From an optimization exercise on the open Yosys and OpenROAD flow, aimed at small area, a short achievable clock period and few clock cycles; shortcuts taken in it are not production practice. Only simulation tests tie the RTL to the original design; equivalence was not proved.

**flow/design.v**
```verilog
module aes_sbox (input wire [7:0] x, output wire [7:0] y);
    wire L0, L1, L2, L3, L4, L5, L6, L7, L8, L9, L10, L11, L12, L13, L14, L15, L16, L17, L18, L19, L20, L21, L22, L23, L24, L25, L26, L27, L28, L29, M1, M2, M3, M4, M5, M6, M7, M8, M9, M10, M11, M12, M13, M14, M15, M16, M17, M18, M19, M20, M21, M22, M23, M24, M25, M26, M27, M28, M29, M30, M31, M32, M33, M34, M35, M36, M37, M38, M39, M40, M41, M42, M43, M44, M45, M46, M47, M48, M49, M50, M51, M52, M53, M54, M55, M56, M57, M58, M59, M60, M61, M62, M63, T1, T2, T3, T4, T5, T6, T7, T8, T9, T10, T11, T12, T13, T14, T15, T16, T17, T18, T19, T20, T21, T22, T23, T24, T25, T26, T27;
    wire U0 = x[7], U1 = x[6], U2 = x[5], U3 = x[4], U4 = x[3], U5 = x[2], U6 = x[1], U7 = x[0];
    cm_xor2 g_T1 (.a(U0), .b(U3), .y(T1));
    cm_xor2 g_T2 (.a(U0), .b(U5), .y(T2));
    cm_xor2 g_T3 (.a(U0), .b(U6), .y(T3));
    cm_xor2 g_T4 (.a(U3), .b(U5), .y(T4));
    cm_xor2 g_T5 (.a(U4), .b(U6), .y(T5));
    cm_xor2 g_T6 (.a(T1), .b(T5), .y(T6));
    cm_xor2 g_T7 (.a(U1), .b(U2), .y(T7));
    cm_xor2 g_T8 (.a(U7), .b(T6), .y(T8));
    cm_xor2 g_T9 (.a(U7), .b(T7), .y(T9));
    cm_xor2 g_T10 (.a(T6), .b(T7), .y(T10));
    cm_xor2 g_T11 (.a(U1), .b(U5), .y(T11));
    cm_xor2 g_T12 (.a(U2), .b(U5), .y(T12));
    cm_xor2 g_T13 (.a(T3), .b(T4), .y(T13));
    cm_xor2 g_T14 (.a(T6), .b(T11), .y(T14));
    cm_xor2 g_T15 (.a(T5), .b(T11), .y(T15));
    cm_xor2 g_T16 (.a(T5), .b(T12), .y(T16));
    cm_xor2 g_T17 (.a(T9), .b(T16), .y(T17));
    cm_xor2 g_T18 (.a(U3), .b(U7), .y(T18));
    cm_xor2 g_T19 (.a(T7), .b(T18), .y(T19));
    cm_xor2 g_T20 (.a(T1), .b(T19), .y(T20));
    cm_xor2 g_T21 (.a(U6), .b(U7), .y(T21));
    cm_xor2 g_T22 (.a(T7), .b(T21), .y(T22));
    cm_xor2 g_T23 (.a(T2), .b(T22), .y(T23));
    cm_xor2 g_T24 (.a(T2), .b(T10), .y(T24));
    cm_xor2 g_T25 (.a(T20), .b(T17), .y(T25));
    cm_xor2 g_T26 (.a(T3), .b(T16), .y(T26));
    cm_xor2 g_T27 (.a(T1), .b(T12), .y(T27));
    cm_nand2 g_M1 (.a(T13), .b(T6), .y(M1));
    cm_nand2 g_M2 (.a(T23), .b(T8), .y(M2));
    cm_xnor2 g_M3 (.a(T14), .b(M1), .y(M3));
    cm_nand2 g_M4 (.a(T19), .b(U7), .y(M4));
    cm_xor2 g_M5 (.a(M4), .b(M1), .y(M5));
    cm_nand2 g_M6 (.a(T3), .b(T16), .y(M6));
    cm_nand2 g_M7 (.a(T22), .b(T9), .y(M7));
    cm_xnor2 g_M8 (.a(T26), .b(M6), .y(M8));
    cm_nand2 g_M9 (.a(T20), .b(T17), .y(M9));
    cm_xor2 g_M10 (.a(M9), .b(M6), .y(M10));
    cm_nand2 g_M11 (.a(T1), .b(T15), .y(M11));
    cm_nand2 g_M12 (.a(T4), .b(T27), .y(M12));
    cm_xor2 g_M13 (.a(M12), .b(M11), .y(M13));
    cm_nand2 g_M14 (.a(T2), .b(T10), .y(M14));
    cm_xor2 g_M15 (.a(M14), .b(M11), .y(M15));
    cm_xnor2 g_M16 (.a(M3), .b(M2), .y(M16));
    cm_xor2 g_M17 (.a(M5), .b(T24), .y(M17));
    cm_xnor2 g_M18 (.a(M8), .b(M7), .y(M18));
    cm_xor2 g_M19 (.a(M10), .b(M15), .y(M19));
    cm_xor2 g_M20 (.a(M16), .b(M13), .y(M20));
    cm_xor2 g_M21 (.a(M17), .b(M15), .y(M21));
    cm_xor2 g_M22 (.a(M18), .b(M13), .y(M22));
    cm_xor2 g_M23 (.a(M19), .b(T25), .y(M23));
    cm_xnor2 g_M24 (.a(M22), .b(M23), .y(M24));
    cm_nand2 g_M25 (.a(M22), .b(M20), .y(M25));
    cm_xor2 g_M26 (.a(M21), .b(M25), .y(M26));
    cm_xnor2 g_M27 (.a(M20), .b(M21), .y(M27));
    cm_xor2 g_M28 (.a(M23), .b(M25), .y(M28));
    cm_nor2 g_M29 (.a(M28), .b(M27), .y(M29));
    cm_nor2 g_M30 (.a(M26), .b(M24), .y(M30));
    cm_nand2 g_M31 (.a(M20), .b(M23), .y(M31));
    cm_nor2 g_M32 (.a(M27), .b(M31), .y(M32));
    cm_xor2 g_M33 (.a(M27), .b(M25), .y(M33));
    cm_nand2 g_M34 (.a(M21), .b(M22), .y(M34));
    cm_nor2 g_M35 (.a(M24), .b(M34), .y(M35));
    cm_xor2 g_M36 (.a(M24), .b(M25), .y(M36));
    cm_xor2 g_M37 (.a(M21), .b(M29), .y(M37));
    cm_xor2 g_M38 (.a(M32), .b(M33), .y(M38));
    cm_xor2 g_M39 (.a(M23), .b(M30), .y(M39));
    cm_xor2 g_M40 (.a(M35), .b(M36), .y(M40));
    cm_xor2 g_M41 (.a(M38), .b(M40), .y(M41));
    cm_xor2 g_M42 (.a(M37), .b(M39), .y(M42));
    cm_xor2 g_M43 (.a(M37), .b(M38), .y(M43));
    cm_xor2 g_M44 (.a(M39), .b(M40), .y(M44));
    cm_xor2 g_M45 (.a(M42), .b(M41), .y(M45));
    cm_nand2 g_M46 (.a(M44), .b(T6), .y(M46));
    cm_nand2 g_M47 (.a(M40), .b(T8), .y(M47));
    cm_nand2 g_M48 (.a(M39), .b(U7), .y(M48));
    cm_nand2 g_M49 (.a(M43), .b(T16), .y(M49));
    cm_nand2 g_M50 (.a(M38), .b(T9), .y(M50));
    cm_nand2 g_M51 (.a(M37), .b(T17), .y(M51));
    cm_nand2 g_M52 (.a(M42), .b(T15), .y(M52));
    cm_nand2 g_M53 (.a(M45), .b(T27), .y(M53));
    cm_nand2 g_M54 (.a(M41), .b(T10), .y(M54));
    cm_nand2 g_M55 (.a(M44), .b(T13), .y(M55));
    cm_nand2 g_M56 (.a(M40), .b(T23), .y(M56));
    cm_nand2 g_M57 (.a(M39), .b(T19), .y(M57));
    cm_nand2 g_M58 (.a(M43), .b(T3), .y(M58));
    cm_nand2 g_M59 (.a(M38), .b(T22), .y(M59));
    cm_nand2 g_M60 (.a(M37), .b(T20), .y(M60));
    cm_nand2 g_M61 (.a(M42), .b(T1), .y(M61));
    cm_nand2 g_M62 (.a(M45), .b(T4), .y(M62));
    cm_nand2 g_M63 (.a(M41), .b(T2), .y(M63));
    cm_xor2 g_L0 (.a(M61), .b(M62), .y(L0));
    cm_xor2 g_L1 (.a(M50), .b(M56), .y(L1));
    cm_xor2 g_L2 (.a(M46), .b(M48), .y(L2));
    cm_xor2 g_L3 (.a(M47), .b(M55), .y(L3));
    cm_xor2 g_L4 (.a(M54), .b(M58), .y(L4));
    cm_xor2 g_L5 (.a(M49), .b(M61), .y(L5));
    cm_xnor2 g_L6 (.a(M62), .b(L5), .y(L6));
    cm_xnor2 g_L7 (.a(M46), .b(L3), .y(L7));
    cm_xor2 g_L8 (.a(M51), .b(M59), .y(L8));
    cm_xor2 g_L9 (.a(M52), .b(M53), .y(L9));
    cm_xnor2 g_L10 (.a(M53), .b(L4), .y(L10));
    cm_xnor2 g_L11 (.a(M60), .b(L2), .y(L11));
    cm_xor2 g_L12 (.a(M48), .b(M51), .y(L12));
    cm_xnor2 g_L13 (.a(M50), .b(L0), .y(L13));
    cm_xor2 g_L14 (.a(M52), .b(M61), .y(L14));
    cm_xnor2 g_L15 (.a(M55), .b(L1), .y(L15));
    cm_xnor2 g_L16 (.a(M56), .b(L0), .y(L16));
    cm_xnor2 g_L17 (.a(M57), .b(L1), .y(L17));
    cm_xnor2 g_L18 (.a(M58), .b(L8), .y(L18));
    cm_xnor2 g_L19 (.a(M63), .b(L4), .y(L19));
    cm_xor2 g_L20 (.a(L0), .b(L1), .y(L20));
    cm_xor2 g_L21 (.a(L1), .b(L7), .y(L21));
    cm_xor2 g_L22 (.a(L3), .b(L12), .y(L22));
    cm_xor2 g_L23 (.a(L18), .b(L2), .y(L23));
    cm_xor2 g_L24 (.a(L15), .b(L9), .y(L24));
    cm_xor2 g_L25 (.a(L6), .b(L10), .y(L25));
    cm_xor2 g_L26 (.a(L7), .b(L9), .y(L26));
    cm_xor2 g_L27 (.a(L8), .b(L10), .y(L27));
    cm_xor2 g_L28 (.a(L11), .b(L14), .y(L28));
    cm_xor2 g_L29 (.a(L11), .b(L17), .y(L29));
    cm_xor2 g_S0 (.a(L6), .b(L24), .y(y[7]));
    cm_xnor2 g_S1 (.a(L16), .b(L26), .y(y[6]));
    cm_xnor2 g_S2 (.a(L19), .b(L28), .y(y[5]));
    cm_xor2 g_S3 (.a(L6), .b(L21), .y(y[4]));
    cm_xor2 g_S4 (.a(L20), .b(L22), .y(y[3]));
    cm_xor2 g_S5 (.a(L25), .b(L29), .y(y[2]));
    cm_xnor2 g_S6 (.a(L13), .b(L27), .y(y[1]));
    cm_xnor2 g_S7 (.a(L6), .b(L23), .y(y[0]));
endmodule
module cm_xor2 (input wire a, input wire b, output wire y);
    assign y = a ^ b;
endmodule
module cm_xnor2 (input wire a, input wire b, output wire y);
    assign y = ~(a ^ b);
endmodule
module cm_nand2 (input wire a, input wire b, output wire y);
    assign y = ~(a & b);
endmodule
module cm_nor2 (input wire a, input wire b, output wire y);
    assign y = ~(a | b);
endmodule
module cm_mux2i (input wire a, input wire b, input wire s, output wire y);
    assign y = ~(s ? b : a);
endmodule
module aes_round (
    input  wire [127:0] state_in,
    output wire [127:0] shifted,      
    output wire [127:0] mixed         
);
    wire [127:0] sub;
    genvar i, j, b;
    generate
        for (i = 0; i < 16; i = i + 1) begin : g_sub
            aes_sbox u_sbox (.x(state_in[127 - 8*i -: 8]), .y(sub[127 - 8*i -: 8]));
        end
        for (i = 0; i < 16; i = i + 1) begin : g_shift
            assign shifted[127 - 8*i -: 8] = sub[127 - 8*(((i / 4 + i % 4) % 4) * 4 + i % 4) -: 8];
        end
        for (i = 0; i < 4; i = i + 1) begin : g_mix
            wire [7:0] a [0:3];
            wire [7:0] p [0:3];
            wire [7:0] x [0:3];
            wire [7:0] q [0:3];
            for (j = 0; j < 4; j = j + 1) begin : g_byte
                assign a[j] = shifted[127 - 32*i - 8*j -: 8];
            end
            for (j = 0; j < 4; j = j + 1) begin : g_col
                for (b = 0; b < 8; b = b + 1) begin : g_bit
                    cm_xor2 u_p (.a(a[j][b]), .b(a[(j + 1) % 4][b]), .y(p[j][b]));
                end
                assign x[j][7] = p[j][6];
                assign x[j][6] = p[j][5];
                assign x[j][5] = p[j][4];
                cm_xor2 u_x4 (.a(p[j][3]), .b(p[j][7]), .y(x[j][4]));
                cm_xor2 u_x3 (.a(p[j][2]), .b(p[j][7]), .y(x[j][3]));
                assign x[j][2] = p[j][1];
                cm_xor2 u_x1 (.a(p[j][0]), .b(p[j][7]), .y(x[j][1]));
                assign x[j][0] = p[j][7];
            end
            for (j = 0; j < 4; j = j + 1) begin : g_out
                for (b = 0; b < 8; b = b + 1) begin : g_bit
                    cm_xor2 u_q (.a(a[(j + 1) % 4][b]), .b(p[(j + 2) % 4][b]), .y(q[j][b]));
                    cm_xor2 u_o (.a(q[j][b]), .b(x[j][b]), .y(mixed[127 - 32*i - 8*j - (7 - b)]));
                end
            end
        end
    endgenerate
endmodule
module aes_key_step (
    input  wire [127:0] key_in,
    input  wire [7:0]   rcon,
    output wire [127:0] key_out
);
    wire [31:0] w0 = key_in[127:96];
    wire [31:0] w1 = key_in[95:64];
    wire [31:0] w2 = key_in[63:32];
    wire [31:0] w3 = key_in[31:0];
    wire [31:0] sw;
    aes_sbox u_s0 (.x(w3[23:16]), .y(sw[31:24]));
    aes_sbox u_s1 (.x(w3[15:8]),  .y(sw[23:16]));
    aes_sbox u_s2 (.x(w3[7:0]),   .y(sw[15:8]));
    aes_sbox u_s3 (.x(w3[31:24]), .y(sw[7:0]));
    wire [31:0] n0 = w0 ^ sw ^ {rcon, 24'd0};
    wire [31:0] n1 = w1 ^ n0;
    wire [31:0] n2 = w2 ^ n1;
    wire [31:0] n3 = w3 ^ n2;
    assign key_out = {n0, n1, n2, n3};
endmodule
module dsl_cmac (
    input  wire         clk,
    input  wire         rst_n,         
    input  wire         key_load,
    input  wire [127:0] key,
    input  wire         in_valid,
    output wire         in_ready,
    input  wire [31:0]  in_data,
    input  wire         in_last,
    input  wire [1:0]   in_nbytes,     
    output reg          tag_valid,
    output wire [127:0] tag
);
    reg  [127:0] key_r;         
    reg          kz;            
    reg  [127:0] k1;            
    reg  [127:0] aes_st;        
    reg  [127:0] rk;            
    reg  [3:0]   rnd;           
    reg          kmode;         
    reg          waitx;         
    reg          cur_last;      
    reg  [95:0]  buf_w;
    reg  [1:0]   bcnt;          
    reg          bpad;          
    reg          bpad80;        
    reg          bvirt;         
    reg          blast;         
    reg          bkey;          
    reg          c_mix;         
    reg          c_shift;       
    reg          c_hold;        
    reg          c_rk;          
    reg          c_buf;         
    reg          c_ks_key;      
    reg          c_ks_rk;       
    reg          c_kfin;        
    reg          c_kl;          
    reg  [7:0]   rcon;          
    wire bfull3 = (bcnt == 2'd3);
    assign in_ready = bfull3 ? (c_buf && !bvirt) : !bpad;
    assign tag      = aes_st;
    wire take     = in_valid && in_ready;
    wire take_buf = take && !bfull3;
    wire load     = c_buf && (bvirt || in_valid);
    reg [31:0] wport;           
    always @* begin
        wport = in_data;
        if (in_last) begin
            case (in_nbytes)
                2'd0: wport = {in_data[31:24], 8'h80, 16'h0};
                2'd1: wport = {in_data[31:16], 8'h80, 8'h0};
                2'd2: wport = {in_data[31:8],  8'h80};
                default: wport = in_data;
            endcase
        end
    end
    wire [31:0] wpadw = {bpad80, 31'd0};                     
    reg  [31:0] kword;          
    always @* begin
        case (bcnt)
            2'd0: kword = key_r[127:96];
            2'd1: kword = key_r[95:64];
            default: kword = key_r[63:32];
        endcase
        if (kz)
            kword = 32'd0;
    end
    wire [31:0] kword3 = kz ? 32'd0 : key_r[31:0];
    wire [31:0]  w3     = (bvirt ? wpadw : wport) ^ kword3;
    wire         last3  = bvirt ? blast : in_last;
    wire         whole3 = !bvirt && (in_nbytes == 2'd3);   
    wire [127:0] k2     = {k1[126:0], 1'b0} ^ (k1[127] ? 128'h87 : 128'h0);
    wire [127:0] bufop  = {buf_w, w3} ^ (last3 ? (whole3 ? k1 : k2) : 128'h0);
    wire [127:0] shifted, mixed;
    aes_round u_rd (.state_in(aes_st), .shifted(shifted), .mixed(mixed));
    wire [127:0] opb = (c_rk ? rk : 128'h0) ^ (load ? bufop : 128'h0);
    wire [127:0] oth = (c_shift ? shifted : 128'h0) | (c_hold ? aes_st : 128'h0);
    wire [127:0] opa_n, st_next;
    genvar gi;
    generate
        for (gi = 0; gi < 128; gi = gi + 1) begin : g_st
            cm_mux2i u_a (.a(oth[gi]), .b(mixed[gi]), .s(c_mix), .y(opa_n[gi]));
            cm_xnor2 u_x (.a(opa_n[gi]), .b(opb[gi]), .y(st_next[gi]));
        end
    endgenerate
    wire [127:0] rk_next;
    wire [127:0] ks_in = (c_ks_key ? key_r : 128'h0) | (c_ks_rk ? rk : 128'h0);
    aes_key_step u_ks (.key_in(ks_in), .rcon(rcon), .key_out(rk_next));
    wire [127:0] l_dbl = {aes_st[126:0], 1'b0} ^ (aes_st[127] ? 128'h87 : 128'h0);
    wire fin     = c_shift;     
    wire running = c_rk;        
    wire restart = key_load || !rst_n;    
    reg  [3:0] n_rnd;
    reg        n_kz, n_kmode, n_waitx, n_cur_last;
    reg  [1:0] n_bcnt;
    reg        n_bpad, n_bpad80, n_bvirt, n_blast, n_bkey;
    always @* begin
        n_kz    = key_load ? 1'b0 : kz;
        n_kmode = load ? bkey : (fin ? 1'b0 : kmode);
        n_rnd   = load ? 4'd1 : ((fin || !running) ? 4'd0 : rnd + 4'd1);
        n_cur_last = load ? last3 : cur_last;
        n_waitx = (fin && !cur_last && !kmode && !load) ? 1'b1 : (load ? 1'b0 : waitx);
        n_bcnt   = bcnt;
        n_bpad   = bpad;
        n_bpad80 = bpad80;
        n_bvirt  = bvirt;
        n_blast  = blast;
        n_bkey   = bkey;
        if (load) begin
            n_bcnt  = 2'd0;
            n_bvirt = 1'b0;
            n_blast = 1'b0;
            n_bkey  = 1'b0;
        end else if (take_buf || bpad) begin
            n_bcnt = bcnt + 2'd1;
            if (bcnt == 2'd2)
                n_bpad = 1'b0;
            else if (take_buf && in_last)
                n_bpad = 1'b1;
            n_bpad80 = take_buf && in_last && (in_nbytes == 2'd3);
            if (take_buf && in_last) begin
                n_bvirt = 1'b1;
                n_blast = 1'b1;
            end
        end
        if (restart) begin
            n_rnd = 4'd0;  n_kmode = 1'b0;  n_waitx = 1'b0;  n_cur_last = 1'b0;
            n_bcnt = 2'd0; n_bpad = 1'b1;   n_bpad80 = 1'b0; n_bvirt = 1'b1;
            n_blast = 1'b0; n_bkey = 1'b1;
        end
        if (!rst_n)
            n_kz = 1'b1;
    end
    wire n_fin     = (n_rnd == 4'd10);
    wire n_running = (n_rnd != 4'd0);
    wire n_ready   = (n_bcnt == 2'd3);
    wire n_ld_idle = !n_running && n_ready && !c_kfin;
    wire n_ld_fin  = n_fin && !n_cur_last && !n_kmode && n_ready;
    wire n_load    = n_ld_idle || n_ld_fin;
    reg  [7:0] n_rcon;
    always @* begin
        case (n_load ? 4'd1 : n_rnd + 4'd1)
            4'd1:  n_rcon = 8'h01;
            4'd2:  n_rcon = 8'h02;
            4'd3:  n_rcon = 8'h04;
            4'd4:  n_rcon = 8'h08;
            4'd5:  n_rcon = 8'h10;
            4'd6:  n_rcon = 8'h20;
            4'd7:  n_rcon = 8'h40;
            4'd8:  n_rcon = 8'h80;
            4'd9:  n_rcon = 8'h1b;
            4'd10: n_rcon = 8'h36;
            default: n_rcon = 8'h00;
        endcase
    end
    always @(posedge clk) begin
        if (take_buf || bpad)
            buf_w <= {buf_w[63:0], (bpad ? wpadw : wport) ^ kword};
        aes_st <= st_next;
        rk     <= rk_next;
        if (c_kl)
            k1 <= l_dbl;
    end
    always @(posedge clk) begin
        rnd      <= n_rnd;
        kz       <= n_kz;
        kmode    <= n_kmode;
        waitx    <= n_waitx;
        cur_last <= n_cur_last;
        bcnt     <= n_bcnt;
        bpad     <= n_bpad;
        bpad80   <= n_bpad80;
        bvirt    <= n_bvirt;
        blast    <= n_blast;
        bkey     <= n_bkey;
        c_mix    <= n_running && !n_fin;
        c_shift  <= n_fin;
        c_hold   <= n_waitx && !n_running;
        c_rk     <= n_running;
        c_buf    <= n_load;
        c_ks_key <= n_load && !n_kz;
        c_ks_rk  <= !n_load;
        c_kfin   <= n_fin && n_kmode;
        c_kl     <= c_kfin && !restart;
        rcon     <= n_rcon;
        if (key_load)
            key_r <= key;
        if (!rst_n)
            tag_valid <= 1'b0;
        else
            tag_valid <= fin && cur_last && !kmode;
    end
endmodule
```
**flow/flow/run.sh**
```bash
#!/bin/bash
set -eu -o pipefail
bash standard.sh synth > synth.log 2>&1
bash standard.sh "BUFFER_PORTS_ARGS=-buffer_cell sky130_fd_sc_hd__buf_1" finish > layout.log 2>&1
```
**flow/standard.sh**
```bash
#!/bin/bash
# synth_recipe.tcl (not shown) runs the flow's synth.tcl, then flattens the netlist and writes it again
# the make line also repeats each setting of config.mk as NAME=value (left out here)
make -C /OpenROAD-flow-scripts/flow DESIGN_CONFIG=/design/flow/config.mk WORK_HOME=/design/flow/orfs CLKGATE_MAP_FILE= SYNTH_SCRIPT=/design/flow/synth_recipe.tcl "${@:-finish}"
```
**flow/config.mk**
```make
export PLATFORM = sky130hd
export DESIGN_NAME = dsl_cmac
export DESIGN_NICKNAME = dsl_cmac
export VERILOG_FILES = /design/flow/design.v
export SDC_FILE = /design/flow/constraint.sdc
export NUM_CORES = 8
export LEC_CHECK = 0
export CAP_MARGIN = 20
export CORE_MARGIN = 2
export CORE_UTILIZATION = 30
export CTS_BUF_LIST = sky130_fd_sc_hd__clkbuf_8 sky130_fd_sc_hd__clkbuf_16
export CTS_CLUSTER_DIAMETER = 100
export CTS_CLUSTER_SIZE = 20
export GPL_ROUTABILITY_DRIVEN = 0
export PLACE_DENSITY = 0.45
export SETUP_SLACK_MARGIN = 3.25
export SLEW_MARGIN = 20
export SYNTH_HIERARCHICAL = 1
export SYNTH_MINIMUM_KEEP_SIZE = 0
```
**flow/constraint.sdc**
```tcl
create_clock -name core_clock -period 10.0 [get_ports {clk}]
set_input_delay 2.0000 -clock core_clock [delete_from_list [all_inputs] [get_ports {clk}]]
set_output_delay 2.0000 -clock core_clock [all_outputs]
set_load 0.01 [all_outputs]
```
==> notes.md, run 1 <==
- WHS Endpoint: k1[77]
- WHS Path Cells: 0
- RSZ-0062 raised after global routing: true
- Crit path largest cell delay: 870 ps
- Clock Sinks: roughly 640
- DRC: 0
- Number of enable flip-flop cells after synthesis: 352
- Starting density of the core: 0.3019
- Gr ovfl total: 0
- Fraction of layout cells with a size suffix above 1: 0.08354
- Worst-Margin Slew: between 1000 and 1500 ps
- Final period util: 0.6556
- Die area: 185300 um^2
- Synth Warn #: 8
- Die Ht: 430.5 um
- Maximum buffer depth of the clock tree: 3
- F_max: about 150 MHz
- Crit-path max FO: 9
- Number of nets in the layout: 6200
- Antenna violations before repair: 3
- Final hold violations: 0
- Num CTS Buffers: 45
- FF-to-FF Start: aes_st[112]
- Worst Setup Start Kind: register
- Yosys reg bits: 641
- Slew HR: 0.2340
- Synth top cells by count: xor2_1 (2006), nand2_1 (1082), xnor2_1 (933)
- Synth Cell Area: between 50000 and 60000 um^2
- Clock skew: between 30 and 40 ps
- Global-route wire length before repair: ~300000 um
- WL/cell: approximately 25 um
- Setup slack after layout: approximately 3400 ps
- ANT nets after route: 0
- TritonCTS clock tree: done
- Largest net degree at the start of global routing: between 100 and 150
- Reg2reg end: aes_st[15]
- FF-to-FF path depth: 21
- Vias: about 40k
- Mean Syn Cell Area: about 9.3 um^2
- Top_reg_cell synth: edfxtp_1
- Die extent in x: 430.5 um
- Max cap viols: 0
- Setup TNS: 0 ps
- Hold_buf cts: 0
- Yosys top cell area share: 0.3220
- H-Tree Depth: 2
- Net Count, Synth: a little over 6k
- Final Critical Period: roughly 6600 ps
- IO Port Bufs: ~300
- Later-pin clock latency in the skew report: approximately 670 ps
- Vias in the first global route: 40.61k
- Final setup viols: 0
- Max-slew violation count: 0
- Critical path arrival: approximately 7000 ps
- Sequential area share after synthesis: 0.2997
- Setup slack at placement: ~2700 ps
- Ys async rst share: 0
- Initial drt markers: ~3.3k
- Status: timing/DRC/antenna clean
- Total core area: 180700 um^2
- Hold WS: between 400 and 500 ps
- GRT Util Overall: 0.2224
- Post-synth top area cell: xor2_1
- Mapped Cells: slightly below 6k
- Area contributors post-synth: xor2_1 (32%), edfxtp_1 (19%), xnor2_1 (15%), dfxtp_1 (11%), nand2_1 (7.4%)
- Final core utilization: 0.3383
- Count leader, synth: xor2_1
- Area Growth Syn to Fin: 12.04%
- Min-Delay Startpoint: aes_st[76]
- Worst-path clk slew: 90 ps
- DRT Wirelength: 213300 um
- CP max stage cell: dfxtp_1
- Final HPWL DP: 169600 um
- CP cell instances: xor2_1 -> xor2_1 -> xor2_1 -> nand2_1 -> xor2_1 -> xor2_1 -> xor2_1 -> xnor2_1 -> xor2_1 -> xor2_1 -> xor2_1 -> xor2_1 -> nand2_1 -> xor2_1 -> xor2_1 -> xor2_2 -> xor2_2 -> xor2_1 -> xor2_1 -> mux2i_1 -> xnor2_1
- Top cell by count, worst path: xor2_1
- Core Rows: ~160
- R2R setup slack: 3440 ps
- Setup CP Type: reg -> reg
- IO Pins: ~300
- Via/cell ratio: roughly 4.8
- Hold Path Class: reg -> reg
- Worst Path Required: roughly 11000 ps
- Yosys cell types: 58
- CP endpoint kind: register
- Clk root buf: clkbuf_16
- DR pass1 iterations: 5
==> cell families (layout without fill, tap and decap cells) <==
kind of cell,after synthesis,after routing,synth area share
flip-flops,641,641,0.2997
buffers and inverters,295,469,0.03146
AO/OA/AOI/OAI,478,478,0.06773
AND/OR/NAND/NOR,1379,1379,0.09997
multiplexers,133,133,0.02440
XOR/XNOR,2945,2945,0.4740
adder cells (fa/ha/maj),12,12,0.002751
other,0,1,0
==> worst max-delay path: cells and delay by family (launching register included) <==
kind | cells | cell delay [ps]
AND/OR/NAND/NOR | 2 | 240
XOR/XNOR | 18 | 5150
multiplexers | 1 | 120
flip-flops | 1 | 870
==> per-stage QoR <==
stage | std cells | area [um^2]
finish | 8428 | 61140
global route | 8427 | 61130
CTS | 8405 | 59470
detailed placement | 8319 | 57470
global placement | 8319 | 57470
floorplan | 5883 | 54570
==> per-module statistics from Yosys (local to each module, per instance), excerpt <==
module / times used / cells
aes_key_step: 1 / 175
cm_mux2i: 128 / 1
cm_nand2: 600 / 1
cm_nor2: 80 / 1
cm_xnor2: 528 / 1
cm_xor2: 1912 / 1
dsl_cmac: 1 / 2460
==> placed cells by master (no fill, tap or decap), types with 6 or more instances in the layout <==
cell type,n
nor2b_1,18
dfxtp_1,231
mux2i_1,132
nor3b_1,23
xnor2_2,47
xor2_4,12
xnor2_1,883
buf_12,6
nand2_1,1082
dfxtp_4,7
dfxtp_2,51
a22oi_1,33
a21oi_2,50
xor2_1,1834
buf_4,64
ha_1,10
edfxtp_1,352
a22o_1,251
inv_1,27
a21oi_1,115
xor2_2,162
buf_1,295
clkbuf_16,46
nor2_1,228
o21ai_0,6
==> per-layer routing <==
layer	track usage	wire (um)	vias up
met5	0	0	-
met4	0.08996	9878	0
met3	0.02312	9451	260
met2	0.3746	101200	1168
met1	0.2901	92760	20070
li1	-	-	18960
==> registers in the layout, indices dropped and copies added (netlist names), 2 cells and up <==
name,count
bcnt,2
rcon,8
key_r,128
rnd,4
k1,128
rk,128
buf_w,96
aes_st,128
==> area by class of cell <==
| class | instances | area, um^2 |
|---|---|---|
| multi-input combinational | 4947 | 38390 |
| inverter | 14 | 60.06 |
| clock inverter | 37 | 317.8 |
| fill | 18710 | 119600 |
| tap | 2370 | 2965 |
| antenna | 1 | 2.502 |
| sequential | 641 | 16450 |
| timing repair buffer | 372 | 1821 |
| clock buffer | 46 | 1140 |
==> worst max path at each step <==
stage | startpoint | to | cells past startpoint
global placement | c_ks_rk | rk[10] | 21
detailed placement | c_ks_rk | rk[10] | 21
CTS | aes_st[124] | aes_st[121] | 21
floorplan | c_ks_key | rk[30] | 22
finish | aes_st[112] | aes_st[15] | 21
global route | aes_st[76] | aes_st[12] | 22
==> repair_timing <==
action / in CTS / in global routing
pin swaps: 1 / 12
resized for setup: 69 / 229
endpoints found under the setup margin: 172 / 214
buffers inserted: 3 / 22
Testbench counts, summed over its fixed seeds: cycles 77,494.
==> run 2, diff against run 1 <==
--- a/flow/config.mk
+++ b/flow/config.mk
@@ -8,10 +8,9 @@
 export CAP_MARGIN = 20
 export CORE_MARGIN = 2
-export CORE_UTILIZATION = 30
+export CORE_UTILIZATION = 40
 export CTS_BUF_LIST = sky130_fd_sc_hd__clkbuf_8 sky130_fd_sc_hd__clkbuf_16
 export CTS_CLUSTER_DIAMETER = 100
 export CTS_CLUSTER_SIZE = 20
-export GPL_ROUTABILITY_DRIVEN = 0
-export PLACE_DENSITY = 0.45
+export PLACE_DENSITY = 0.55
 export SETUP_SLACK_MARGIN = 3.25
 export SLEW_MARGIN = 20
==> run 2 against run 1 <==
Against the previous run:
- sequential share of layout area grew 0.57 points
- count of clock-buffer cells in the layout shrank 4
- synthesized cell count is the same
- non-clock buffer count shrank 12
- worst setup slack gained 61 ps
- final cell count shrank 7.2%
- maximum frequency grew 0.93%
- register-to-register slack gained 60 ps
- global-route usage grew 4.5 points
- critical path type unchanged
- largest cell class unchanged
==> notes.md, run 2 <==
- Setup slack at placement: roughly 2600 ps
- Status: timing/DRC/antenna clean
- WL/cell: about 25 um
- Clock skew: just under 70 ps
- H-Tree Depth: 2
- Later-pin clock latency in the skew report: ~700 ps
- Yosys reg bits: around 640
- Worst-path clk slew: about 90 ps
- Min-Delay Startpoint: aes_st[52]
- RSZ-0062 raised after global routing: true
- Synth top cells by count: xor2_1 (2006), nand2_1 (1082), xnor2_1 (933)
- Core Rows: between 100 and 150
- Final Critical Period: about 6500 ps
- Commonest non-fill, non-tap cell in the layout: xor2_1
- Die area: ~140000 um^2
- Placed Instance Area: around 57000 um^2
- Synth Cell Area: around 55000 um^2
- IO Port Bufs: 296
- Setup CP Type: reg -> reg
- Max-slew violation count: 0
- Setup TNS: 0 ps
- Maximum buffer depth of the clock tree: 3
- Die Ht: 373.4 um
- Critical path arrival: slightly above 7000 ps
- R2R setup slack: ~3500 ps
- Starting density of the core: 0.4028
- Largest net degree at the start of global routing: between 100 and 150
- FF-to-FF path depth: 21
- Vias: 40.65k
- IO Pins: a little under 300
- Antenna violations before repair: 4
- Global-route wire length before repair: approximately 280000 um
- DR pass1 iterations: 7
- Sequential area share after synthesis: 0.2997
- DRC: 0
- Worst Path Required: between 10000 and 15000 ps
- GRT Util Overall: 0.2672
- Worst-Margin Slew: approximately 1200 ps
- Num CTS Buffers: 42
- Mapped Cells: roughly 5.9k
- Synth Warn #: 8
- Final HPWL DP: ~150000 um
- Final hold violations: 0
- Via/cell ratio: between 5 and 6
- Gpl congestion: between 0.9 and 1
- Crit-path max FO: 5
- Area contributors post-synth: xor2_1 (32%), edfxtp_1 (19%), xnor2_1 (15%), dfxtp_1 (11%), nand2_1 (7.4%)
- Ys async rst share: 0
- Slew HR: 0.2294
- Top_reg_cell synth: edfxtp_1
- Number of nets in the layout: 6185
- Setup slack after layout: 3505 ps
- Gr ovfl total: 0
- CP endpoint kind: register
- Count leader, synth: xor2_1
- Total core area: roughly 140000 um^2
- Number of enable flip-flop cells after synthesis: between 300 and 400
- F_max: approximately 150 MHz
- WHS Path Cells: 0
- FF-to-FF Start: aes_st[75]
- Yosys cell types: 58
- Post-synth top area cell: xor2_1
- Clk root buf: clkbuf_16
- ANT nets after route: 0
- Max cap viols: 0
- DRT Wirelength: around 190000 um
- Fraction of layout cells with a size suffix above 1: 0.07185
- Final setup viols: 0
- Commonest cells after routing, fill and taps aside: xor2_1 (1863), nand2_1 (1082), xnor2_1 (890)
- Hold WS: around 450 ps
- Net Count, Synth: around 6.1k
- Area Growth Syn to Fin: 9.612%
- Yosys top cell area share: 0.3220
- Initial drt markers: around 3.8k
- Clock Sinks: 641
- Die extent in x: ~370 um
- WHS Endpoint: k1[53]
- TritonCTS clock tree: done
- Final Instance Area: around 60000 um^2
- Final period util: 0.6495
- Hold Path Class: reg -> reg
- Mean Syn Cell Area: about 9.3 um^2
- Worst Setup Start Kind: register
- Hold_buf cts: 0
- Vias in the first global route: 39.58k
- Reg2reg end: aes_st[12]
==> run 2: how the worst max path moves through the flow <==
stage	startpoint	cells past startpoint	endpoint	slack [ps]
floorplan	c_ks_key	22	rk[30]	4210
global placement	aes_st[20]	21	aes_st[47]	2580
detailed placement	aes_st[20]	21	aes_st[47]	2610
CTS	aes_st[23]	21	aes_st[47]	3140
global route	aes_st[75]	22	aes_st[26]	3110
finish	aes_st[75]	21	aes_st[12]	3500
==> run 2: kinds of logic after synthesis <==
kind of cell               count (synthesis)  synth area share
and+or+nand+nor                         1379           0.09997
DFF                                      641            0.2997
muxes                                    133           0.02440
adders and majority gates                 12          0.002751
AOI/OAI and AO/OA                        478           0.06773
buffers and inverters                    295           0.03146
xor gates and xnor gates                2945            0.4740
==> run 2: final cells by class <==
cell class	count	area [um^2]
Antenna cell	1	2.502
Clock buffer	42	1051
Clock inverter	36	301.5
Fill cell	13260	75650
Inverter	14	60.06
Multi-Input combinational cell	4947	38060
Sequential cell	641	16430
Tap cell	1781	2228
Timing Repair Buffer	360	1683
==> run 2: per-stage QoR <==
stage / instances / utilization
after floorplan: 5883 / -
after global placement: 7726 / 0.4184
after detailed placement: 7726 / 0.4186
after CTS: 7807 / 0.4317
after global routing: 7821 / 0.4415
final: 7822 / 0.4415
==> run 2: critical path: stages (launching register included) <==
cell,delay [ps]
dfxtp_1,610
xor2_1,430
xor2_2,360
xor2_1,340
nand2_1,110
xor2_1,250
xor2_1,210
xor2_1,400
xnor2_1,240
xor2_1,200
xor2_1,360
xor2_1,310
xor2_1,220
nand2_1,120
xor2_1,360
xor2_1,370
xor2_4,350
xor2_2,390
xor2_1,220
xor2_1,270
mux2i_1,140
xnor2_1,160
==> run 2: what timing repair did <==
action                     CTS  global route
resized for setup           48           187
pin swaps                    1             8
hold endpoints to repair     0             0
setup endpoints to repair  125           201
buffers inserted             3            14
==> run 2: routing by layer <==
layer  wire, um  global-route usage  vias to the layer above
li1           -                   -                    18960
met1      85290              0.3662                    19940
met2      88430              0.4333                     1500
met3      12110             0.02895                      251
met4       8374             0.09877                        2
met5         10                   0                        -
==> run 2: Yosys stat by module, one instance, submodules excluded, excerpt <==
module / cell area [um^2] / times used / flip-flops and latches
cm_nand2: 3.754 / 600 / 0
cm_xor2: 8.758 / 1912 / 0
cm_xnor2: 8.758 / 528 / 0
cm_mux2i: 10.01 / 128 / 0
dsl_cmac: 27810 / 1 / 641
cm_nor2: 3.754 / 80 / 0
==> run 3, diff against run 2 <==
--- a/flow/design.v
+++ b/flow/design.v
@@ -52,26 +52,4 @@
     cm_xor2 g_M22 (.a(M18), .b(M13), .y(M22));
     cm_xor2 g_M23 (.a(M19), .b(T25), .y(M23));
-    cm_xnor2 g_M24 (.a(M22), .b(M23), .y(M24));
-    cm_nand2 g_M25 (.a(M22), .b(M20), .y(M25));
-    cm_xor2 g_M26 (.a(M21), .b(M25), .y(M26));
-    cm_xnor2 g_M27 (.a(M20), .b(M21), .y(M27));
-    cm_xor2 g_M28 (.a(M23), .b(M25), .y(M28));
-    cm_nor2 g_M29 (.a(M28), .b(M27), .y(M29));
-    cm_nor2 g_M30 (.a(M26), .b(M24), .y(M30));
-    cm_nand2 g_M31 (.a(M20), .b(M23), .y(M31));
-    cm_nor2 g_M32 (.a(M27), .b(M31), .y(M32));
-    cm_xor2 g_M33 (.a(M27), .b(M25), .y(M33));
-    cm_nand2 g_M34 (.a(M21), .b(M22), .y(M34));
-    cm_nor2 g_M35 (.a(M24), .b(M34), .y(M35));
-    cm_xor2 g_M36 (.a(M24), .b(M25), .y(M36));
-    cm_xor2 g_M37 (.a(M21), .b(M29), .y(M37));
-    cm_xor2 g_M38 (.a(M32), .b(M33), .y(M38));
-    cm_xor2 g_M39 (.a(M23), .b(M30), .y(M39));
-    cm_xor2 g_M40 (.a(M35), .b(M36), .y(M40));
-    cm_xor2 g_M41 (.a(M38), .b(M40), .y(M41));
-    cm_xor2 g_M42 (.a(M37), .b(M39), .y(M42));
-    cm_xor2 g_M43 (.a(M37), .b(M38), .y(M43));
-    cm_xor2 g_M44 (.a(M39), .b(M40), .y(M44));
-    cm_xor2 g_M45 (.a(M42), .b(M41), .y(M45));
     cm_nand2 g_M46 (.a(M44), .b(T6), .y(M46));
     cm_nand2 g_M47 (.a(M40), .b(T8), .y(M47));
@@ -130,4 +108,32 @@
     cm_xnor2 g_S6 (.a(L13), .b(L27), .y(y[1]));
     cm_xnor2 g_S7 (.a(L6), .b(L23), .y(y[0]));
+    aes_gf16_inv u_inv (.d({M20, M21, M22, M23}), .e({M37, M38, M39, M40, M41, M42, M43, M44, M45}));
+endmodule
+module aes_gf16_inv (input wire [3:0] d, output wire [8:0] e);
+    wire [3:0] v = d ^ 4'b0000;
+    wire M20 = v[3], M21 = v[2], M22 = v[1], M23 = v[0];
+    wire M24 = M22 ^ M23;
+    wire M25 = M22 & M20;
+    wire M26 = M21 ^ M25;
+    wire M27 = M20 ^ M21;
+    wire M28 = M23 ^ M25;
+    wire M29 = M28 & M27;
+    wire M30 = M26 & M24;
+    wire M31 = M20 & M23;
+    wire M32 = M27 & M31;
+    wire M33 = M27 ^ M25;
+    wire M34 = M21 & M22;
+    wire M35 = M24 & M34;
+    wire M36 = M24 ^ M25;
+    wire M37 = M21 ^ M29;
+    wire M38 = M32 ^ M33;
+    wire M39 = M23 ^ M30;
+    wire M40 = M35 ^ M36;
+    wire M41 = M38 ^ M40;
+    wire M42 = M37 ^ M39;
+    wire M43 = M37 ^ M38;
+    wire M44 = M39 ^ M40;
+    wire M45 = M42 ^ M41;
+    assign e = {M37, M38, M39, M40, M41, M42, M43, M44, M45} ^ 9'b000000000;
 endmodule
 module cm_xor2 (input wire a, input wire b, output wire y);
==> run 3 against run 2 <==
Against the previous run:
- synthesized area is 5.1% higher
- worst setup slack gained 34 ps
- core utilization fell by 2.1 points
- global-route usage is 0.69 points lower
- count of clock-buffer cells in the layout unchanged
==> notes.md, run 3 <==
- Yosys reg bits: roughly 640
- Status: timing/DRC/antenna clean
- RSZ-0062 raised after global routing: false
- Synth top cells by count: xor2_1 (1746), nand2_1 (1062), xnor2_1 (913)
- Max-slew violation count: 0
- IO Pins: just under 300
- Mapped Cells: 6343
- Top_reg_cell synth: edfxtp_1
- H-Tree Depth: 2
- DR pass1 iterations: 6
- WL/cell: 24.56 um
- Synth Warn #: 8
- Hold Path Class: reg -> reg
- FF-to-FF path depth: 18
- Number of nets in the layout: between 6k and 7k
- Worst Path Required: around 11000 ps
- WHS Path Cells: 0
- IO Port Bufs: just under 300
- Commonest non-fill, non-tap cell in the layout: xor2_1
- Die extent in x: between 300 and 400 um
- Ys async rst share: 0
- Total core area: between 100000 and 150000 um^2
- Gpl congestion: around 0.94
- Yosys cell types: between 60 and 70
- Core Rows: about 140
- DRC: 0
- Final HPWL DP: between 150000 and 200000 um
- Antenna Cells: 0
- Clock Sinks: ~640
- Hold_buf cts: 0
- Setup slack after layout: about 3500 ps
- Vias in the first global route: 40.51k
- Setup slack at placement: between 3000 and 4000 ps
- Number of enable flip-flop cells after synthesis: ~350
- Area contributors post-synth: xor2_1 (27%), edfxtp_1 (18%), xnor2_1 (14%), dfxtp_1 (10%), nand2_1 (6.9%)
- Num CTS Buffers: 41
- Count leader, synth: xor2_1
- Worst Setup Start Kind: register
- Initial drt markers: between 4k and 5k
- Post-synth top area cell: xor2_1
- Reg2reg end: aes_st[84]
- Mean Syn Cell Area: around 9 um^2
- Worst-path clk slew: around 100 ps
- GRT Util Overall: 0.2603
- Hold WS: approximately 440 ps
- Net Count, Synth: approximately 6.5k
- Sequential area share after synthesis: 0.2851
- Starting density of the core: 0.4042
- Final hold violations: 0
- Final Critical Period: between 6000 and 7000 ps
- Min-Delay Startpoint: buf_w[62]
- Max cap viols: 0
- Slew HR: 0.2203
- Setup TNS: 0 ps
- ANT nets after route: 0
- CP endpoint kind: register
- Clock skew: roughly 65 ps
- Area Growth Syn to Fin: 4.035%
- Final core utilization: 0.4205
- F_max: ~150 MHz
- Synth Cell Area: approximately 57000 um^2
- Antenna violations before repair: 2
- Via/cell ratio: around 5.3
- FF-to-FF Start: aes_st[9]
- Die area: approximately 150000 um^2
- Maximum buffer depth of the clock tree: 3
- Clk root buf: clkbuf_16
- Critical path arrival: about 7000 ps
- Global-route wire length before repair: around 280000 um
- Setup CP Type: reg -> reg
- Die Ht: roughly 380 um
- Yosys top cell area share: 0.2665
- Vias: roughly 43k
- TritonCTS clock tree: done
- Fraction of layout cells with a size suffix above 1: 0.05433
- Crit-path max FO: 16
- DRT Wirelength: 199200 um
- Final setup viols: 0
- Worst-Margin Slew: 1170 ps
- Final period util: 0.6461
- Final std cells w/o fill: 8111
- Largest net degree at the start of global routing: 129
- WHS Endpoint: buf_w[94]
- R2R setup slack: approximately 3500 ps
- Commonest cells after routing, fill and taps aside: xor2_1 (1664), nand2_1 (1062), xnor2_1 (907)
- Placed cells: about 8.0k
- Later-pin clock latency in the skew report: approximately 670 ps
- Gr ovfl total: 0
run 3: cell families (layout without fill, tap and decap cells):
kind of cell	count (synthesis)	in the layout	synth area share
multiplexers	133	133	0.02320
buffers and inverters	615	493	0.06831
flip-flops	641	641	0.2851
adder cells (fa/ha/maj)	12	12	0.002617
AO/OA/AOI/OAI	798	798	0.1011
AND/OR/NAND/NOR	1479	1479	0.1117
XOR/XNOR	2665	2665	0.4081
run 3: cell type report:
type	instances	area (um^2)
sequential	641	16390
timing repair buffer	343	1545
multi-input combinational	5087	37810
fill	14150	82250
inverter	74	285.3
clock buffer	42	1051
tap	1890	2365
clock inverter	34	246.5
run 3: per-layer routing:
layer | global-route usage | wire length [um] | part of all wire
met5 | 0 | 0 | 0
met4 | 0.08887 | 7837 | 0.039
met2 | 0.4180 | 90450 | 0.45
met1 | 0.3620 | 88420 | 0.44
met3 | 0.02845 | 12530 | 0.063
run 3: timing repair:
action | CTS | global route
buffers inserted | 1 | 2
setup endpoints to repair | 13 | 149
gates resized for setup | 3 | 79
run 3: worst max path at each step:
stage | from | end | slack (ps)
floorplan | aes_st[127] | aes_st[119] | 4720
global placement | aes_st[119] | aes_st[25] | 3030
detailed placement | aes_st[119] | aes_st[25] | 3100
CTS | aes_st[119] | aes_st[25] | 3260
global route | aes_st[55] | aes_st[84] | 3230
finish | aes_st[9] | aes_st[84] | 3540
run 3: critical path, cell delays in order, from the launching register on:
cell and delay [ps]:
dfxtp_1 730, xor2_1 460, xor2_1 410, nand2_1 170, xnor2_1 210, xnor2_1 150, xor2_1 890, inv_1 190
a31oi_1 280, nand2_1 140, xor2_1 430, xnor2_1 200, xor2_1 280, xor2_2 410, xor2_2 360, xor2_1 210
xor2_1 470, mux2i_1 170, xnor2_1 160
run 3: modules after synthesis (local to each module, per instance), excerpt:
module,flops+latches,cell area (um^2),cells
aes_gf16_inv,0,297.8,45
cm_nand2,0,3.754,1
dsl_cmac,641,27810,2460
cm_xnor2,0,8.758,1
aes_key_step,0,1550,175
cm_xor2,0,8.758,1
run 3: per-stage QoR:
step           area [um^2]
2_1_floorplan        57370
3_3_place_gp         57620
3_5_place_dp         57640
4_1_cts              58970
5_1_grt              59690
6_report             59690
Testbench counts of run 3, summed over its fixed seeds: cycles 77,494.
==> run 4, diff against run 3 <==
--- a/flow/config.mk
+++ b/flow/config.mk
@@ -13,5 +13,5 @@
 export CTS_CLUSTER_SIZE = 20
 export PLACE_DENSITY = 0.55
-export SETUP_SLACK_MARGIN = 3.25
+export SETUP_SLACK_MARGIN = 3.6
 export SLEW_MARGIN = 20
 export SYNTH_HIERARCHICAL = 1
==> run 4 against run 3 <==
Against the previous run:
- highest routed layer unchanged
- critical endpoint is now aes_st[30]
- die area is the same
- worst setup slack gained 320 ps
- routed wire length grew 0.33%
==> notes.md, run 4 <==
- Yosys cell types: 68
- IO Port Bufs: about 300
- Final period util: 0.6144
- Largest net degree at the start of global routing: roughly 130
- Net Count, Synth: roughly 6.5k
- IO Pins: ~300
- Max cap viols: 0
- Area contributors post-synth: xor2_1 (27%), edfxtp_1 (18%), xnor2_1 (14%), dfxtp_1 (10%), nand2_1 (6.9%)
- Core Rows: around 140
- Yosys top cell area share: 0.2665
- H-Tree Depth: 2
- Later-pin clock latency in the skew report: about 670 ps
- Number of nets in the layout: roughly 6.4k
- Slew HR: 0.2110
- DRT Wirelength: 199900 um
- FF-to-FF path depth: 19
- DRC: 0
- Clk root buf: clkbuf_16
- Synth Warn #: 8
- Mean Syn Cell Area: around 9 um^2
- Hold Path Class: reg -> reg
- Worst Path Required: 10560 ps
- GRT Util Overall: 0.2614
- Reg2reg end: aes_st[30]
- Count leader, synth: xor2_1
- Final Critical Period: slightly above 6000 ps
- Fraction of layout cells with a size suffix above 1: 0.07372
- Via/cell ratio: roughly 5.3
- DR pass1 iterations: 6
- Final setup viols: 0
- Starting density of the core: 0.4042
- Commonest non-fill, non-tap cell in the layout: xor2_1
- Setup CP Type: reg -> reg
- Hold_buf cts: 0
- Die extent in x: 382.7 um
- Total core area: around 140000 um^2
- Die area: about 150000 um^2
- Global-route wire length before repair: 283000 um
- Vias: between 40k and 50k
- WHS Path Cells: 0
- Final HPWL DP: about 160000 um
- Yosys reg bits: between 600 and 700
- Num CTS Buffers: slightly above 40
- Number of enable flip-flop cells after synthesis: 352
- Worst-path clk slew: approximately 90 ps
- Worst-Margin Slew: ~1200 ps
- Post-synth top area cell: xor2_1
- R2R setup slack: 3860 ps
- CP endpoint kind: register
- WL/cell: between 20 and 25 um
- Clock skew: approximately 63 ps
- Mapped Cells: approximately 6.3k
- Final std cells w/o fill: just over 8k
- Final core utilization: 0.4268
- Initial drt markers: roughly 4.6k
- RSZ-0062 raised after global routing: true
- ANT nets after route: 0
- Vias in the first global route: 40.62k
- Gpl congestion: about 0.94
- Area Growth Syn to Fin: 5.574%
- Synth Cell Area: around 57000 um^2
- F_max: between 150 and 200 MHz
- Antenna violations before repair: 3
- Maximum buffer depth of the clock tree: 3
- Clock Sinks: roughly 640
- FF-to-FF Start: aes_st[36]
- WHS Endpoint: buf_w[94]
- Max-slew violation count: 0
- Synth top cells by count: xor2_1 (1746), nand2_1 (1062), xnor2_1 (913)
- Ys async rst share: 0
- Status: timing/DRC/antenna clean
- TritonCTS clock tree: done
- Critical path arrival: ~6700 ps
- Die Ht: approximately 380 um
- Setup TNS: 0 ps
- Gr ovfl total: 0
- Crit-path max FO: 11
- Placed cells: approximately 8k
- Sequential area share after synthesis: 0.2851
- Commonest cells after routing, fill and taps aside: xor2_1 (1587), nand2_1 (1062), xnor2_1 (885)
- Worst Setup Start Kind: register
- Setup slack after layout: ~3900 ps
- Final hold violations: 0
- Setup slack at placement: 3104 ps
- Min-Delay Startpoint: buf_w[62]
- Top_reg_cell synth: edfxtp_1
## run 4: metal layers
layer / vias to the layer above / GRT usage / routed length [um]
li1: 20120 / - / -
met1: 21130 / 0.3645 / 87560
met3: 262 / 0.02603 / 13050
met4: 0 / 0.08479 / 7674
met5: - / 0 / 0
met2: 1702 / 0.4228 / 91610
## run 4: how the worst max path moves through the flow
stage | startpoint | depth (start not counted) | end
6_report | aes_st[36] | 19 | aes_st[30]
5_1_grt | aes_st[118] | 20 | aes_st[25]
4_1_cts | aes_st[41] | 20 | aes_st[108]
3_5_place_dp | aes_st[119] | 20 | aes_st[25]
3_3_place_gp | aes_st[119] | 20 | aes_st[25]
2_1_floorplan | aes_st[127] | 21 | aes_st[119]
## run 4: area by class of cell
class	instances	area [um^2]
sequential	641	16410
clock inverter	34	246.5
inverter	74	285.3
fill	14090	81360
tap	1890	2365
multi-input combinational	5087	38600
clock buffer	42	1051
antenna	2	5.005
timing repair buffer	348	1603
## run 4: metrics by stage
stage / area, um^2 / hold slack (ps)
3_3_place_gp: 57620 / 451.7
4_1_cts: 59320 / 448.8
5_1_grt: 60560 / 472.2
6_report: 60570 / 438.4
3_5_place_dp: 57640 / 454.4
2_1_floorplan: 57370 / 420.4
## run 4: what timing repair did
action,in CTS,in global routing
setup buffers,3,5
hold endpoints to repair,0,0
resized for setup,44,159
pin swaps,1,5
setup endpoints to repair,127,196
## run 4: modules after synthesis (local to each module, per instance), excerpt
module / cells / times used / area, um^2
dsl_cmac: 2460 / 1 / 27810
cm_xor2: 1 / 1652 / 8.758
cm_mux2i: 1 / 128 / 10.01
aes_key_step: 175 / 1 / 1550
cm_xnor2: 1 / 488 / 8.758
cm_nand2: 1 / 540 / 3.754
aes_gf16_inv: 45 / 20 / 297.8
## run 4: logic make-up (layout without fill, tap and decap cells)
logic type      after synthesis  in the layout  synth area share
simple gates               1479           1479            0.1117
xor+xnor                   2665           2665            0.4081
flops                       641            641            0.2851
buf+inv                     615            498           0.06831
fa+ha+maj                    12             12          0.002617
mux                         133            133           0.02320
other cells                   0              2                 0
compound gates              798            798            0.1011
## run 4: critical path: stages (launching register included)
cell	delay, ps
dfxtp_1	580
xor2_2	370
xor2_2	370
xor2_1	430
nand2_1	120
xor2_1	330
xor2_1	290
xor2_2	420
nand2_1	200
a21oi_1	240
nand2_1	130
xor2_1	210
xnor2_1	320
xor2_1	140
xnor2_1	750
xor2_1	320
xor2_1	310
xor2_1	200
mux2i_1	120
xnor2_1	170
==> run 5, diff against run 4 <==
--- a/flow/config.mk
+++ b/flow/config.mk
@@ -13,5 +13,5 @@
 export CTS_CLUSTER_SIZE = 20
 export PLACE_DENSITY = 0.55
-export SETUP_SLACK_MARGIN = 3.6
+export SETUP_SLACK_MARGIN = 3.9
 export SLEW_MARGIN = 20
 export SYNTH_HIERARCHICAL = 1
==> run 5 against run 4 <==
Against the previous run:
- final cell count rose by 0.69%
- synthesized cell count did not move
- first-iteration DRC count rose by 0.80%
- via count rose by 0.54%
- worst hold slack got worse by 0.82 ps
- core utilization rose by 0.99 points
- still clean on timing, DRC and antenna
- highest routed layer unchanged
- critical path type unchanged
- maximum frequency rose by 3.3%
- die area did not move
- non-clock buffer count rose by 54
- largest cell class unchanged
==> notes.md, run 5 <==
- Largest net degree at the start of global routing: 129
- WL/cell: about 25 um
- Worst Setup Start Kind: register
- RSZ-0062 raised after global routing: true
- IO Port Bufs: about 300
- Clk root buf: clkbuf_16
- Final setup viols: 0
- XOR/XNOR Fraction of Synth Area: 0.4081
- Max cap viols: 0
- F_max: ~170 MHz
- Commonest non-fill, non-tap cell in the layout: xor2_1
- Yosys reg bits: ~640
- Status: timing/DRC/antenna clean
- Via/cell ratio: between 5 and 6
- Synth Warn #: 8
- Synth top cells by count: xor2_1 (1746), nand2_1 (1062), xnor2_1 (913)
- Critical path arrival: approximately 6500 ps
- Fraction of layout cells with a size suffix above 1: 0.1004
- Filler Cell Count: between 10k and 15k
- Total core area: around 140000 um^2
- Final period util: 0.5948
- Mean Syn Cell Area: 9.045 um^2
- DRT Wirelength: roughly 200000 um
- Number of nets in the layout: ~6.4k
- Max-slew violation count: 0
- Top_reg_cell synth: edfxtp_1
- DRC: 0
- R2R setup slack: roughly 4100 ps
- Die Ht: roughly 380 um
- Setup CP Type: reg -> reg
- Worst-path clk slew: about 90 ps
- Core Rows: 138
- Area Growth Syn to Fin: 8.026%
- Num CTS Buffers: between 40 and 50
- Final Critical Period: slightly below 6000 ps
- Maximum buffer depth of the clock tree: 3
- Die extent in x: roughly 380 um
- ANT nets after route: 0
- DR pass1 iterations: 6
- Slew HR: 0.2130
- Die area: ~150000 um^2
- Worst-Margin Slew: approximately 1200 ps
- Synth Area in Compound Gates: 0.1011
- TritonCTS clock tree: done
- Sequential area share after synthesis: 0.2851
- Antenna violations before repair: 4
- GRT Util Overall: 0.2626
- Ys async rst share: 0
- Gpl congestion: about 0.94
- Commonest cells after routing, fill and taps aside: xor2_1 (1515), nand2_1 (1062), xnor2_1 (858)
- Starting density of the core: 0.4042
- Setup TNS: 0 ps
- Gr ovfl total: 0
- Global-route wire length before repair: ~280000 um
- Initial drt markers: between 4k and 5k
- Later-pin clock latency in the skew report: approximately 670 ps
- Final HPWL DP: 157400 um
- Hold_buf cts: 0
- Count leader, synth: xor2_1
- Clock Sinks: around 640
- CP endpoint kind: register
- Worst Path Required: between 10000 and 15000 ps
- Vias: 43.45k
- Crit-path max FO: 26
- Placed Instance Area: 57640 um^2
- Simple logic cell fraction of the synthesized area: 0.1117
- Clock skew: between 60 and 70 ps
- Vias in the first global route: 40.85k
- Main combinational cell family by area after synthesis: XOR/XNOR gates
- Post-synth top area cell: xor2_1
- Area contributors post-synth: xor2_1 (27%), edfxtp_1 (18%), xnor2_1 (14%), dfxtp_1 (10%), nand2_1 (6.9%)
- H-Tree Depth: 2
- Mapped Cells: 6343
- Final Instance Area: 61980 um^2
- Synth Cell Area: between 50000 and 60000 um^2
- Final hold violations: 0
- Hold Path Class: reg -> reg
- IO Pins: 297
- Yosys cell types: 68
- Mux contribution to synthesized area: 0.02320
- Yosys top cell area share: 0.2665
- Number of enable flip-flop cells after synthesis: between 300 and 400
- Synth Area in Adders: 0.002617
- Net Count, Synth: between 6k and 7k
## run 5: cell counts after synthesis
Identical to the previous run, type by type.
## run 5: Yosys stat by module, one instance, submodules excluded, excerpt
module        area [um^2]  cells inside  flip-flops and latches  copies in the design
aes_gf16_inv        297.8            45                       0                    20
aes_key_step         1550           175                       0                     1
cm_mux2i            10.01             1                       0                   128
cm_nand2            3.754             1                       0                   540
cm_xnor2            8.758             1                       0                   488
cm_xor2             8.758             1                       0                  1652
dsl_cmac            27810          2460                     641                     1
## run 5: per-stage QoR
stage	util	worst slack, ps	hold slack, ps	std cells
after CTS	0.4239	3871	448.8	8116
after global placement	0.4059	3027	451.7	8031
final	0.4367	4052	437.6	8174
after global routing	0.4366	3837	472.9	8172
after detailed placement	0.4061	3104	454.4	8031
after floorplan	-	4721	420.4	6343
## run 5: kinds of logic after synthesis
logic type               Yosys count
flip-flops                       641
buffers and inverters            615
AO/OA/AOI/OAI                    798
XOR/XNOR                        2665
multiplexers                     133
adder cells (fa/ha/maj)           12
AND/OR/NAND/NOR                 1479
## run 5: area by class of cell
| type | instances | area, um^2 | share of cell area |
|---|---|---|---|
| Timing Repair Buffer | 402 | 2086 | 0.03365 |
| Clock inverter | 34 | 246.5 | 0.003977 |
| Multi-Input combinational cell | 5089 | 39500 | 0.6374 |
| Clock buffer | 42 | 1051 | 0.01696 |
| Antenna cell | 2 | 5.005 | 0.00008075 |
| Tap cell | 1890 | 2365 | 0.03816 |
| Inverter | 74 | 285.3 | 0.004603 |
| Sequential cell | 641 | 16430 | 0.2652 |
## run 5: critical path, stage by stage, from the launching register on
cell and delay (ps):
dfxtp_4 570, buf_4 390, a22o_1 390, xor2_1 470, xor2_1 320, xor2_1 330
nand2_1 120, xor2_1 170, xor2_1 240, xor2_2 90, buf_4 170, buf_4 140
or2_4 260, a32oi_1 280, nand2_1 190, xor2_2 330, xnor2_1 180, xor2_1 200
xor2_1 290, xor2_1 330, xnor2_1 190, xor2_1 170
## run 5: worst paths after layout
| check | start | end | cells after the start |
|---|---|---|---|
| min reg2reg | buf_w[62] | buf_w[94] | 0 |
| max reg2reg | c_ks_key | rk[18] | 21 |
| min | buf_w[62] | buf_w[94] | 0 |
| max | c_ks_key | rk[18] | 21 |
## run 5: per-layer routing
layer,vias up,global-route usage,part of all wire
li1,20150,-,-
met1,21340,0.3635,0.44
met2,1678,0.4228,0.46
met3,280,0.02933,0.064
met4,0,0.09194,0.041
met5,-,0,0
## run 5: timing repair
| action | CTS | global route |
|---|---|---|
| gates resized for setup | 157 | 180 |
| pin swaps | 4 | 14 |
| setup buffers | 9 | 53 |
| setup endpoints to repair | 224 | 203 |
| gates cloned | 0 | 2 |
==> run 6, diff against run 5 <==
--- a/flow/config.mk
+++ b/flow/config.mk
@@ -13,5 +13,5 @@
 export CTS_CLUSTER_SIZE = 20
 export PLACE_DENSITY = 0.55
-export SETUP_SLACK_MARGIN = 3.9
+export SETUP_SLACK_MARGIN = 4.5
 export SLEW_MARGIN = 20
 export SYNTH_HIERARCHICAL = 1
==> run 6 against run 5 <==
Against the previous run:
- highest routed layer is now met5
- core utilization rose by 4.2 points
- count of clock-buffer cells in the layout did not move
- still clean
- cell area rose by 9.7%
- clock skew rose by 6.4 ps
- worst hold slack got worse by 4.6 ps
==> notes.md, run 6 <==
- Status: timing/DRC/antenna clean
- Die extent in x: roughly 380 um
- Antenna violations before repair: 5
- Later-pin clock latency in the skew report: roughly 680 ps
- Crit path largest cell delay: 510 ps
- Synth Cell Area: approximately 57000 um^2
- Final period util: 0.5392
- Yosys cell types: 68
- Clock skew: 69.96 ps
- Worst Setup SP: aes_st[17]
- Initial drt markers: approximately 4.6k
- Critical path arrival: 5900 ps
- Setup slack at placement: 3104 ps
- Setup TNS: 0 ps
- Area Growth Syn to Fin: 18.49%
- Hold Path Class: reg -> reg
- Number of nets in the layout: about 6.6k
- Sequential area share after synthesis: 0.2851
- Clock Sinks: ~640
- DR pass1 iterations: 6
- Top_reg_cell synth: edfxtp_1
- DRT Wirelength: 206700 um
- FF-to-FF Start: aes_st[17]
- Worst path top cell family by delay: XOR/XNOR gates
- IO Pins: 297
- Simple logic cell fraction of the synthesized area: 0.1117
- Mux contribution to synthesized area: 0.02320
- CP max stage cell: dfxtp_2
- Count leader, synth: xor2_1
- Slew HR: 0.2161
- Post-synth top area cell: xor2_1
- Final Critical Period: approximately 5400 ps
- Worst Path Required: approximately 11000 ps
- H-Tree Depth: 2
- Top cell by count, worst path: xor2_1
- WP depth: 21
- Final setup viols: 0
- CP cell instances: xor2_4 -> xor2_4 -> xor2_2 -> nand2_1 -> xor2_4 -> xor2_1 -> xor2_2 -> buf_4 -> buf_4 -> and3_1 -> a21oi_1 -> nand2_1 -> xor2_1 -> xnor2_1 -> xor2_1 -> xor2_2 -> xor2_2 -> xor2_1 -> xor2_1 -> mux2i_1 -> xnor2_1
- Worst-path clk slew: ~100 ps
- Core Rows: 138
- Die Ht: between 300 and 400 um
- Setup slack after layout: 4608 ps
- Area contributors post-synth: xor2_1 (27%), edfxtp_1 (18%), xnor2_1 (14%), dfxtp_1 (10%), nand2_1 (6.9%)
- Placed cells: about 8k
- F_max: ~190 MHz
- Maximum buffer depth of the clock tree: 3
- Synth Area in Compound Gates: 0.1011
- Main combinational cell family by area after synthesis: XOR/XNOR gates
- Setup CP Type: reg -> reg
- Commonest non-fill, non-tap cell in the layout: xor2_1
- Synth top cells by count: xor2_1 (1746), nand2_1 (1062), xnor2_1 (913)
- Clk root buf: clkbuf_16
- TritonCTS clock tree: done
- XOR/XNOR Fraction of Synth Area: 0.4081
- RSZ-0062 raised after global routing: true
- Hold WS: ~430 ps
- IO Port Bufs: about 300
- CP endpoint kind: register
- Max cap viols: 0
- Gr ovfl total: 0
- Synth Warn #: 8
- FF-to-FF path depth: 21
- Max-slew violation count: 0
- Ys async rst share: 0
- Synth Area in Adders: 0.002617
- Vias in the first global route: around 42k
- Die area: between 100000 and 150000 um^2
[run 6: cell counts after synthesis]
No cell type changed its count.
[run 6: per-module statistics from Yosys (local to each module, per instance), a selection]
module / area [um^2] / copies in the design / cells inside
cm_nand2: 3.754 / 540 / 1
cm_xor2: 8.758 / 1652 / 1
aes_key_step: 1550 / 1 / 175
cm_xnor2: 8.758 / 488 / 1
dsl_cmac: 27810 / 1 / 2460
cm_mux2i: 10.01 / 128 / 1
aes_gf16_inv: 297.8 / 20 / 45
[run 6: repair_timing]
item	CTS	global route
pin swaps	55	120
setup buffers	110	166
gates cloned	3	3
setup endpoints to repair	256	228
gates resized for setup	429	541
hold buffers	0	0
endpoints found under the hold margin	0	0
[run 6: cells by family (layout without fill, tap and decap cells)]
group | Yosys count | after routing
buf+inv | 615 | 766
mux | 133 | 133
xor+xnor | 2665 | 2671
compound gates | 798 | 798
other cells | 0 | 1
flops | 641 | 641
simple gates | 1479 | 1479
fa+ha+maj | 12 | 12
[run 6: area by class of cell]
class | count | area [um^2]
sequential | 641 | 16650
inverter | 74 | 285.3
fill | 13290 | 73950
multi-input combinational | 5093 | 43610
clock buffer | 42 | 1051
clock inverter | 34 | 246.5
antenna | 1 | 2.502
tap | 1890 | 2365
timing repair buffer | 616 | 3772
[run 6: worst paths after layout]
| kind | slack [ps] | endpoint |
|---|---|---|
| worst max-delay path | 4610 | aes_st[44] |
| worst min-delay path | 430 | buf_w[94] |
| worst max register to register | 4610 | aes_st[44] |
| worst min register to register | 430 | buf_w[94] |
[run 6: layer usage]
| metal | wire length (um) | global-route usage | vias to the layer above |
|---|---|---|---|
| met5 | 9 | 0 | - |
| met4 | 10090 | 0.1022 | 2 |
| met3 | 13780 | 0.02885 | 309 |
| met2 | 94770 | 0.4268 | 1784 |
| met1 | 88080 | 0.3678 | 21990 |
| li1 | - | - | 20410 |
[run 6: through the flow]
stage               cell area [um^2]  utilization
finish                         67980       0.4790
detailed placement             57640       0.4061
CTS                            62690       0.4417
global route                   67980       0.4789
floorplan                      57370            -
global placement               57620       0.4059

[port drivers added, routing unchanged]
In the flow no input, the clock included, has a driving cell. The finished layouts below were timed again as built, in two steps.
Step 1 assumes that a clkbuf_16 drives the clock port and a buf_2 every other input.
Step 2 times the ports against the registers' clock, not the clock port: input delays grow and output delays shrink by t, the midpoint of the rising clock arrivals with the driver on.
Three values: no drivers, after step 1, after step 2; two values: the first two.
| run | t, ns | setup slack, ns | hold WS [ns] | latest minus earliest clock arrival (ns) | pins driven straight from the clock port |
|---|---|---|---|---|---|
| run 1 | 0.728 | 3.444 / 3.444 / 3.444 | 0.442 / 0.442 / 0.442 | 0.041 / 0.041 | 1 |
| run 2 | 0.744 | 3.505 / 3.505 / 3.505 | 0.450 / 0.450 / 0.450 | 0.070 / 0.071 | 1 |
| run 3 | 0.720 | 3.539 / 3.539 / 3.539 | 0.443 / 0.443 / 0.443 | 0.065 / 0.065 | 1 |
| run 4 | 0.719 | 3.857 / 3.857 / 3.857 | 0.438 / 0.438 / 0.438 | 0.063 / 0.063 | 1 |
| run 5 | 0.720 | 4.052 / 4.052 / 4.052 | 0.438 / 0.438 / 0.438 | 0.064 / 0.064 | 1 |
| run 6 | 0.724 | 4.608 / 4.608 / 4.246 | 0.433 / 0.433 / 0.433 | 0.071 / 0.071 | 1 |
After both steps setup and hold are still met in every run listed. For run 6, which loses most, drivers alone change the setup slack by 0.000 ns; drivers and shift together by -0.362 ns.
